This is an optimization exercise on Yosys and OpenROAD, whose aim is small area, a short achievable clock period and few clock cycles per item, not a production implementation.
RTL that was checked went through simulation tests only; none was proved equivalent to the original.

Setup of try-maple:
// cph_aes
module cph_aes (
    input  wire         clk,
    input  wire         rst,          
    input  wire         in_valid,
    output wire         in_ready,
    input  wire [255:0] in_key,       
    input  wire [127:0] in_block,     
    output reg          out_valid,
    output wire [127:0] out_block     
);
    reg          s_busy;
    reg  [3:0]   s_round;             
    reg  [127:0] st;                  
    reg  [127:0] qa;                  
    reg  [127:0] qb;                  
    reg          p_busy;
    reg  [3:0]   p_round;             
    reg  [287:0] pm;                  
    reg  [127:0] ra, rb;              
    reg  [71:0] rm;                  
    reg          rdy, ld_n;
    reg  [127:0] res;                 
    wire load = !ld_n;
    assign in_ready  = rdy;
    assign out_block = res;
    genvar g;
    wire [287:0] pm_d;
    wire [71:0] rm_d;
    generate
        for (g = 0; g < 16; g = g + 1) begin : g_sbh
  ...
Settings: LEC_CHECK=0, CAP_MARGIN=20, CORE_MARGIN=2, CORE_UTILIZATION=45, CTS_CLUSTER_DIAMETER=150, CTS_CLUSTER_SIZE=30, PLACE_DENSITY=0.6, SETUP_SLACK_MARGIN=4.7, SLEW_MARGIN=20, SYNTH_HIERARCHICAL=1, SYNTH_MINIMUM_KEEP_SIZE=0; clock period 8.0 ns.
standard.sh (not shown) runs the stock make flow with config.mk's settings and CLKGATE_MAP_FILE= SYNTH_SCRIPT=/design/flow/synth_recipe.tcl, a recipe that flattens the netlist after the stock synthesis.
==> flow/flow/run.sh <==
#!/bin/bash
# The standard layout, except that the port buffers are plain
# sky130_fd_sc_hd__buf_1 cells rather than the delay cells buffer_ports picks.
set -euo pipefail
bash standard.sh "BUFFER_PORTS_ARGS=-buffer_cell sky130_fd_sc_hd__buf_1" finish > standard_flow.log 2>&1
try-maple: all stages complete, timing, DRC and antenna checks passed
Testbench counts of try-maple, summed over its fixed seeds: cycles 45,408, items 3,238.
#### Input delta (try-willow over try-maple)
Settings: CTS_CLUSTER_DIAMETER changed from 150 to 120; SETUP_SLACK_MARGIN changed from 4.7 to 4.8; CTS_CLUSTER_SIZE changed from 30 to 24.
[summary]
Changes observed in try-willow relative to try-maple: post-synthesis cell area stayed essentially flat; minimum clock period after layout fell by 0.068 ns.
Looking at number of buffer and inverter stages on the critical path, try-willow sits 1 below try-maple.
Setup WNS try-maple -> try-willow: better
try-willow — area of the multi-input gates 3.4% higher, try-maple as reference
Against try-maple, try-willow comes in 87 higher on final non-filler cell total.
try-willow and try-maple ended up with nearly the same multi-input combinational area share.
diff inputs: try-willow => try-ember
Settings: CTS_CLUSTER_SIZE now 20, was 24; CTS_CLUSTER_DIAMETER now 100, was 120.
==> results.txt <==
- NOTE first-pass GRT wire length try-willow->try-ember increased slightly
- Compared with try-willow, try-ember shows a utilization after layout that is 0.28 points higher.
- Diff try-willow -> try-ember: relative slew slack shows an increase of 1.1 points; die area saw little to no change.


== job 101 ==
Another version of the RTL of cph_aes (not shown whole).
For scale: ~1000 flip-flops, roughly 52000 um2 of cells after synthesis.
Design cph_aes, start of the top module:
module cph_aes (
    input  wire         clk,
    input  wire         rst,          
    input  wire         in_valid,
    output wire         in_ready,
    input  wire [255:0] in_key,       
    input  wire [127:0] in_block,     
    output reg          out_valid,
    output wire [127:0] out_block     
);
    reg          s_busy;
    reg  [3:0]   s_round;             
    reg  [127:0] st;                  
    reg  [127:0] qa;                  
    reg  [127:0] qb;                  
    reg          p_busy;
    reg  [3:0]   p_round;             
    reg  [287:0] pm;                  
    reg  [127:0] ra, rb;              
    reg  [71:0]  rm;                  
    wire load = !p_busy;
    assign in_ready  = load;
    assign out_block = st;
    genvar g;
    wire [287:0] pm_d;
    wire [71:0]  rm_d;
    generate
        for (g = 0; g < 16; g = g + 1) begin : g_sbh
            aes_sbox_hi u_sb (.a(st[127 - 8*g -: 8]), .m(pm_d[287 - 18*g -: 18]));
        end
        for (g = 0; g < 4; g = g + 1) begin : g_ksbh
            aes_sbox_hi u_ksb (.a(qb[31 - 8*g -: 8]), .m(rm_d[71 - 18*g -: 18]));
        end
    endgenerate
    wire [127:0] sub;
    generate
        for (g = 0; g < 16; g = g + 1) begin : g_sbl
            aes_sbox_lo u_sb (.m(pm[287 - 18*g -: 18]), .y(sub[127 - 8*g -: 8]));
        end
    endgenerate
    wire [127:0] shf;
    generate
        for (g = 0; g < 16; g = g + 1) begin : g_sr
            assign shf[127 - 8*g -: 8] = sub[127 - 8*((g + 4*(g % 4)) % 16) -: 8];
        end
    endgenerate
  ...
==> flow/config.mk <==
export PLATFORM = sky130hd
export DESIGN_NAME = cph_aes
export DESIGN_NICKNAME = cph_aes
export VERILOG_FILES = /design/flow/design.v
export SDC_FILE = /design/flow/constraint.sdc
export NUM_CORES = 8
export LEC_CHECK = 0
export CAP_MARGIN = 20
export CORE_MARGIN = 2
export CORE_UTILIZATION = 45
export PLACE_DENSITY = 0.6
export SETUP_SLACK_MARGIN = 5
export SLEW_MARGIN = 20
export SYNTH_HIERARCHICAL = 1
export SYNTH_MINIMUM_KEEP_SIZE = 0
==> flow/constraint.sdc <==
create_clock -name core_clock -period 8.0 [get_ports {clk}]
set_input_delay 1.6000 -clock core_clock [delete_from_list [all_inputs] [get_ports {clk}]]
set_output_delay 1.6000 -clock core_clock [all_outputs]
set_load 0.01 [all_outputs]
run.sh (not shown) runs the stock make flow with config.mk's settings and CLKGATE_MAP_FILE= SYNTH_SCRIPT=/design/flow/synth_recipe.tcl, a recipe that flattens the netlist after the stock synthesis.
Stock flow here: none of the scripts above is used.
Job 101: no failed stages, no open violations at the end
Changes in job 102 relative to job 101:
- SETUP_SLACK_MARGIN: 5 -> 4
Results
- Delta (job 102 minus job 101): global routing usage on met3 decreased 0.78 points, total of clock buffers placed in the layout decreased 11%.
- Sort job 101 and job 102 by quantity of gates resized following cts asc -> top: job 102
No functional check of the RTL was part of any run of this note.


cph_aes, a different RTL version from the one above (not shown whole).
For scale: ~5,400 cells after synthesis, ~520 I/O pins, roughly 56,000 sq um of cells after synthesis.
export LEC_CHECK = 0
export CAP_MARGIN = 20
export CORE_MARGIN = 2
export CORE_UTILIZATION = 55
export CTS_CLUSTER_DIAMETER = 100
export CTS_CLUSTER_SIZE = 20
export PLACE_DENSITY = 0.65
export SETUP_SLACK_MARGIN = 5.0
export SLEW_MARGIN = 20
export SYNTH_HIERARCHICAL = 1
export SYNTH_MINIMUM_KEEP_SIZE = 0
create_clock -name core_clock -period 8.0 [get_ports {clk}]
standard.sh (not shown) runs the stock make flow with config.mk's settings and CLKGATE_MAP_FILE= SYNTH_SCRIPT=/design/flow/synth_recipe.tcl, a recipe that flattens the netlist after the stock synthesis.
Scripts as last shown in full above: flow/flow/run.sh
Testbench counts at the start, summed over its fixed seeds: cycles 45,408, items 3,238.
Edit:
==> flow/flow/run.sh (replaced) <==
#!/bin/bash
# The standard layout, except that the port buffers are plain
# sky130_fd_sc_hd__buf_1 cells rather than the delay cells buffer_ports picks,
# and that timing repair aims for 5.2 ns of setup slack at the 8 ns clock.
set -euo pipefail
bash standard.sh "BUFFER_PORTS_ARGS=-buffer_cell sky130_fd_sc_hd__buf_1" "SETUP_SLACK_MARGIN=5.2" finish > standard_flow.log 2>&1
Sequential share of layout area decreases by 2.8 points.
Register-to-register slack improves by 0.02 ns.
Non-clock buffer count increases by 383.
First-iteration DRC count increases by 32%.
Worst setup slack improves by 0.022 ns.
Area after synthesis stays the same.
Synthesized cell count is unchanged.
Critical path depth increases by 1.
Design area increases by 11%.
Global-route usage increases by 1.1 points.
Edit:
==> flow/flow/run.sh (replaced) <==
#!/bin/bash
# The standard layout, except that the port buffers are plain
# sky130_fd_sc_hd__buf_1 cells rather than the delay cells buffer_ports picks.
set -euo pipefail
bash standard.sh "BUFFER_PORTS_ARGS=-buffer_cell sky130_fd_sc_hd__buf_1" finish > standard_flow.log 2>&1
- SETUP_SLACK_MARGIN: 5.0 -> 4.48
After rerunning:
- The new run ran to the end with no violations
- wire length shrinks by 12%
- first-iteration DRC count goes down by 24%
- maximum frequency went down by 16%
- core utilization fell by 15 points
- worst hold slack loses 0.0064 ns
Edit:
- CORE_UTILIZATION: 55 -> 50
- PLACE_DENSITY: 0.65 -> 0.62
- SETUP_SLACK_MARGIN: 4.48 -> 5.0
After rerunning: Wire length grows by 8.0%; cell area grows by 13%; non-clock buffer count grows by 292; register-to-register slack gets better by 0.46 ns; synthesized cell count does not change; clock skew is about the same; worst setup slack gets better by 0.46 ns.


Another version of the RTL of cph_aes (not shown whole).
For scale: roughly 5,800 cells after synthesis, roughly 1,200 flip-flops, about 520 I/O pins, roughly 61,000 sq um of cells after synthesis.
==> flow/config.mk <==
export PLATFORM = sky130hd
export DESIGN_NAME = cph_aes
export DESIGN_NICKNAME = cph_aes
export VERILOG_FILES = /design/flow/design.v
export SDC_FILE = /design/flow/constraint.sdc
export NUM_CORES = 8
export LEC_CHECK = 0
export CAP_MARGIN = 20
export CORE_MARGIN = 2
export CORE_UTILIZATION = 45
export PLACE_DENSITY = 0.6
export SETUP_SLACK_MARGIN = 4.7
export SLEW_MARGIN = 20
export SYNTH_HIERARCHICAL = 1
export SYNTH_MINIMUM_KEEP_SIZE = 0
==> flow/constraint.sdc <==
create_clock -name core_clock -period 8.0 [get_ports {clk}]
set_input_delay 1.6000 -clock core_clock [delete_from_list [all_inputs] [get_ports {clk}]]
set_output_delay 1.6000 -clock core_clock [all_outputs]
set_load 0.01 [all_outputs]
==> flow/flow/run.sh <==
#!/bin/bash
# The standard layout, except that the port buffers are plain
# sky130_fd_sc_hd__buf_1 cells rather than the delay cells buffer_ports picks.
set -euo pipefail
bash standard.sh "BUFFER_PORTS_ARGS=-buffer_cell sky130_fd_sc_hd__buf_1" finish > standard_flow.log 2>&1
The first run passed the timing, DRC and antenna checks.
Change:
--- a/flow/config.mk
+++ b/flow/config.mk
@@ -10,5 +10,5 @@
 export CORE_UTILIZATION = 45
 export PLACE_DENSITY = 0.6
-export SETUP_SLACK_MARGIN = 4.7
+export SETUP_SLACK_MARGIN = 4.5
 export SLEW_MARGIN = 20
 export SYNTH_HIERARCHICAL = 1
What happened:
- cell area goes down by 5.1%
- worst setup slack loses 0.34 ns
- die area does not change
- global-route usage shrinks by 0.22 points
- core utilization drops by 2.8 points
- cell count is lower by 1.7%
- critical path depth stays the same
No run of this note included a check of the RTL's function; only the layout flow was run.

what the ideal ports hide:
No port has a modelled driver above. Below, the same layouts with a new extraction and two added sets of constraints.
Step 1 assumes that a clkbuf_16 drives the clock port and a buf_2 every other input.
Step 2, shift: input delay + t, output delay - t, t = (earliest + latest rising clock arrival at the registers) / 2. This alone moves slack from input paths to output paths.
Three values: ideal ports, drivers, drivers and shift; two values: the first two.
run | shift t [ns] | setup slack, ns | worst setup path at the end | clock arrival spread, ns | pins driven straight from the clock port
try-maple | 0.764 | 4.702 / 4.702 / 4.702 | register to register | 0.035 / 0.035 | 1
try-willow | 0.778 | 4.770 / 4.770 / 4.770 | register to register | 0.025 / 0.025 | 1
try-ember | 0.730 | 4.653 / 4.653 / 4.653 | register to register | 0.045 / 0.045 | 1
job 101 | 0.778 | 4.380 / 4.380 / 4.380 | register to register | 0.037 / 0.037 | 1
job 102 | 0.778 | 4.113 / 4.113 / 4.113 | register to register | 0.034 / 0.034 | 1
the first run of note 3 | 0.742 | 4.991 / 4.991 / 4.948 | input to register | 0.031 / 0.031 | 1
the second run of note 3 | 0.740 | 5.014 / 5.014 / 4.829 | input to register | 0.027 / 0.027 | 1
the third run of note 3 | 0.738 | 4.439 / 4.439 / 4.439 | register to register | 0.033 / 0.033 | 1
the fourth run of note 3 | 0.746 | 4.904 / 4.904 / 4.904 | register to register | 0.036 / 0.037 | 1
the first run of note 4 | 0.831 | 4.591 / 4.591 / 4.591 | register to register | 0.038 / 0.037 | 1
the second run of note 4 | 0.824 | 4.253 / 4.253 / 4.253 | register to register | 0.037 / 0.037 | 1
After both steps setup and hold are still met in every run listed. The setup slack of the second run of note 3, which loses most, moves by 0.000 ns with the drivers and by -0.185 ns with both steps.
